From an optimization exercise on the open Yosys and OpenROAD flow, aimed at small area, a short achievable clock period and few clock cycles per item; shortcuts taken in it are not production practice. The RTL was checked by simulation tests, not by an equivalence proof against the original design.

==> flow/design.v (excerpt) <==
module pix_cond (
    input  wire         clk,
    input  wire         rst,
    input  wire         in_valid,
    output wire         in_ready,
    input  wire [1:0]   in_fmt,
    input  wire [47:0]  in_rgb,
    input  wire [143:0] in_m,
    input  wire [15:0]  in_e,
    output wire [29:0]  g_addr,
    input  wire [47:0]  g_lo,
    input  wire [47:0]  g_hi,
    output reg          out_valid,
    input  wire         out_ready,
    output reg  [47:0]  out_o
);
    reg rdy_s0;
    wire en_s0 = rdy_s0;
    reg rdy_s1;
    wire en_s1 = rdy_s1;
    reg rdy_s2;
    wire en_s2 = rdy_s2;
    reg rdy_s3;
    wire en_s3 = rdy_s3;
    reg rdy_s4;
    wire en_s4 = rdy_s4;
    reg rdy_s5;
    wire en_s5 = rdy_s5;
    reg rdy_s6;
    wire en_s6 = rdy_s6;
    reg rdy_s7;
    wire en_s7 = rdy_s7;
    reg rdy_ob;
    wire en_ob = rdy_ob;
    reg rdy_io;
    wire en_io = rdy_io;
    reg rdy_ga;
    wire en_ga = rdy_ga;
    reg rdy_s1b;
    wire en_s1b = rdy_s1b;
    reg rdy_s2k0;
    wire en_s2k0 = rdy_s2k0;
    reg rdy_s2k1;
    wire en_s2k1 = rdy_s2k1;
    reg rdy_s2k2;
    wire en_s2k2 = rdy_s2k2;
    reg rdy_s3n;
    wire en_s3n = rdy_s3n;
    reg rdy_s3y0;
    wire en_s3y0 = rdy_s3y0;
    reg rdy_s3y1;
    wire en_s3y1 = rdy_s3y1;
    reg rdy_s3y2;
    wire en_s3y2 = rdy_s3y2;
    reg rdy_s4k0;
    wire en_s4k0 = rdy_s4k0;
    reg rdy_s4k1;
    wire en_s4k1 = rdy_s4k1;
    reg rdy_s4k2;
    wire en_s4k2 = rdy_s4k2;
    reg rdy_s5e0;
    wire en_s5e0 = rdy_s5e0;
    reg rdy_s5e1;
    wire en_s5e1 = rdy_s5e1;
    reg rdy_s5e2;
    wire en_s5e2 = rdy_s5e2;
    reg rdy_s6k0;
    wire en_s6k0 = rdy_s6k0;
    reg rdy_s6k1;
    wire en_s6k1 = rdy_s6k1;
    reg rdy_s6k2;
    wire en_s6k2 = rdy_s6k2;
    reg         sv;          
    reg  [47:0] sd;
    assign in_ready = rdy_io;
    function [15:0] expand;
        input [1:0]  fmt;
        input [15:0] raw;
        begin
            case (fmt)
                2'd0:    expand = {raw[9:0], raw[9:4]};
                2'd1:    expand = {raw[11:0], raw[11:8]};
  ...
Size: roughly 13000 cells after synthesis, about 390 I/O pins, about 150000 sq um of cells after synthesis.
export LEC_CHECK = 0
export CAP_MARGIN = 50
export CORE_MARGIN = 2
export CORE_UTILIZATION = 40
export CTS_CLUSTER_DIAMETER = 60
export CTS_CLUSTER_SIZE = 30
export SLEW_MARGIN = 60
create_clock -name core_clock -period 12.0 [get_ports {clk}]
run.sh (not shown) runs the stock make flow with config.mk's settings and CLKGATE_MAP_FILE= SYNTH_SCRIPT=/design/flow/synth_recipe.tcl, a recipe that flattens the netlist after the stock synthesis.
Testbench counts at the start, summed over its fixed seeds: cycles 12,072, pixels 12,000.
Next try:
CAP_MARGIN = 20   (was 50)
CORE_UTILIZATION = 70   (was 40)
CTS_CLUSTER_DIAMETER = default   (was 60)
CTS_CLUSTER_SIZE = default   (was 30)
SLEW_MARGIN = 30   (was 60)
Outcome: Count of clock-buffer cells in the layout increases by 22; setup slack got worse by 0.14 ns; final cell count decreases by 15%; non-clock buffer count decreases by 615.
Next try:
CAP_MARGIN = 50   (was 20)
CORE_UTILIZATION = 60   (was 70)
CTS_CLUSTER_DIAMETER = 60   (was default)
CTS_CLUSTER_SIZE = 30   (was default)
SLEW_MARGIN = 60   (was 30)
Synthesized area does not change.
Cell area rises by 3.2%.
Routed wire length hardly moves.
Sequential cell count stays the same.
Die area climbs by 17%.
Global-route usage shrinks by 6.1 points.
Worst hold slack gains 0.043 ns.
Clock-buffer cell count decreases by 70.
Core utilization falls by 8.8 points.
Next try:
CORE_UTILIZATION = 70   (was 60)
CTS_CLUSTER_DIAMETER = default   (was 60)
CTS_CLUSTER_SIZE = default   (was 30)
Effect: The changed run completed with no timing, DRC or antenna violations. Critical path depth shrinks by 2. Setup slack gets worse by 0.097 ns. Die area shrinks by 14%. Via count grows by 3.9%. Hold slack gets worse by 0.016 ns. Design area stays flat.

========
pix_cond, a different RTL version from the one above (not shown whole).
For scale: roughly 13,000 cells after synthesis, roughly 1,800 flip-flops, about 390 I/O pins, ~150,000 um2 of cells after synthesis.
make LEC_CHECK=0 CAP_MARGIN=50 CORE_MARGIN=2 CORE_UTILIZATION=40 SLEW_MARGIN=60 finish   # period 12.0 ns
Testbench counts at the start, summed over its fixed seeds: cycles 12,064, pixels 12,000.
Next try:
Settings changed: CORE_UTILIZATION 40 to 60, CTS_CLUSTER_DIAMETER from default to 60, CTS_CLUSTER_SIZE from default to 30.
After rerunning: The changed run ran to the end with no violations. Sequential cell count is unchanged. Register-to-register slack is about the same. Worst hold slack improves by 0.043 ns. Clock-buffer cell count falls by 82. Maximum frequency is about the same. Non-clock buffer count came out lower by 18.

## re-timing with driven ports
Ports are ideal in the flow. The routed layouts listed here were re-timed in OpenROAD. Step 1: set_driving_cell puts a clkbuf_16 on clk and a buf_2 on each other input, an assumption about the parent block. Step 2 also shifts input and output timing later by t, the mid clock arrival at the registers, as if the neighbouring blocks saw the same clock. Slacks: ideal / step 1 / step 2; pairs: ideal / step 1.
| run | shift t [ns] | setup WS [ns] | worst hold slack (ns) | latest minus earliest clock arrival (ns) | worst register clock-pin slew, ns |
|---|---|---|---|---|---|
| the first run of note 1 | 1.023 | 7.214 / 7.214 / 6.587 | 0.407 / 0.407 / 0.407 | 0.116 / 0.115 | 0.10 / 0.10 |
| the second run of note 1 | 0.977 | 7.072 / 7.072 / 6.597 | 0.363 / 0.363 / 0.363 | 0.098 / 0.098 | 0.08 / 0.08 |
| the third run of note 1 | 0.964 | 7.288 / 7.288 / 6.667 | 0.405 / 0.405 / 0.405 | 0.058 / 0.058 | 0.10 / 0.10 |
| the fourth run of note 1 | 0.981 | 7.191 / 7.191 / 6.604 | 0.390 / 0.390 / 0.390 | 0.114 / 0.115 | 0.08 / 0.08 |
| the first run of note 2 | 1.025 | 7.231 / 7.231 / 6.600 | 0.365 / 0.365 / 0.365 | 0.135 / 0.134 | 0.09 / 0.09 |
| the second run of note 2 | 0.934 | 7.236 / 7.236 / 6.593 | 0.409 / 0.409 / 0.409 | 0.067 / 0.068 | 0.11 / 0.11 |
After both steps setup and hold are still met in every run listed. The setup slack of the second run of note 2, which loses most, moves by 0.000 ns with the drivers and by -0.643 ns with both steps.
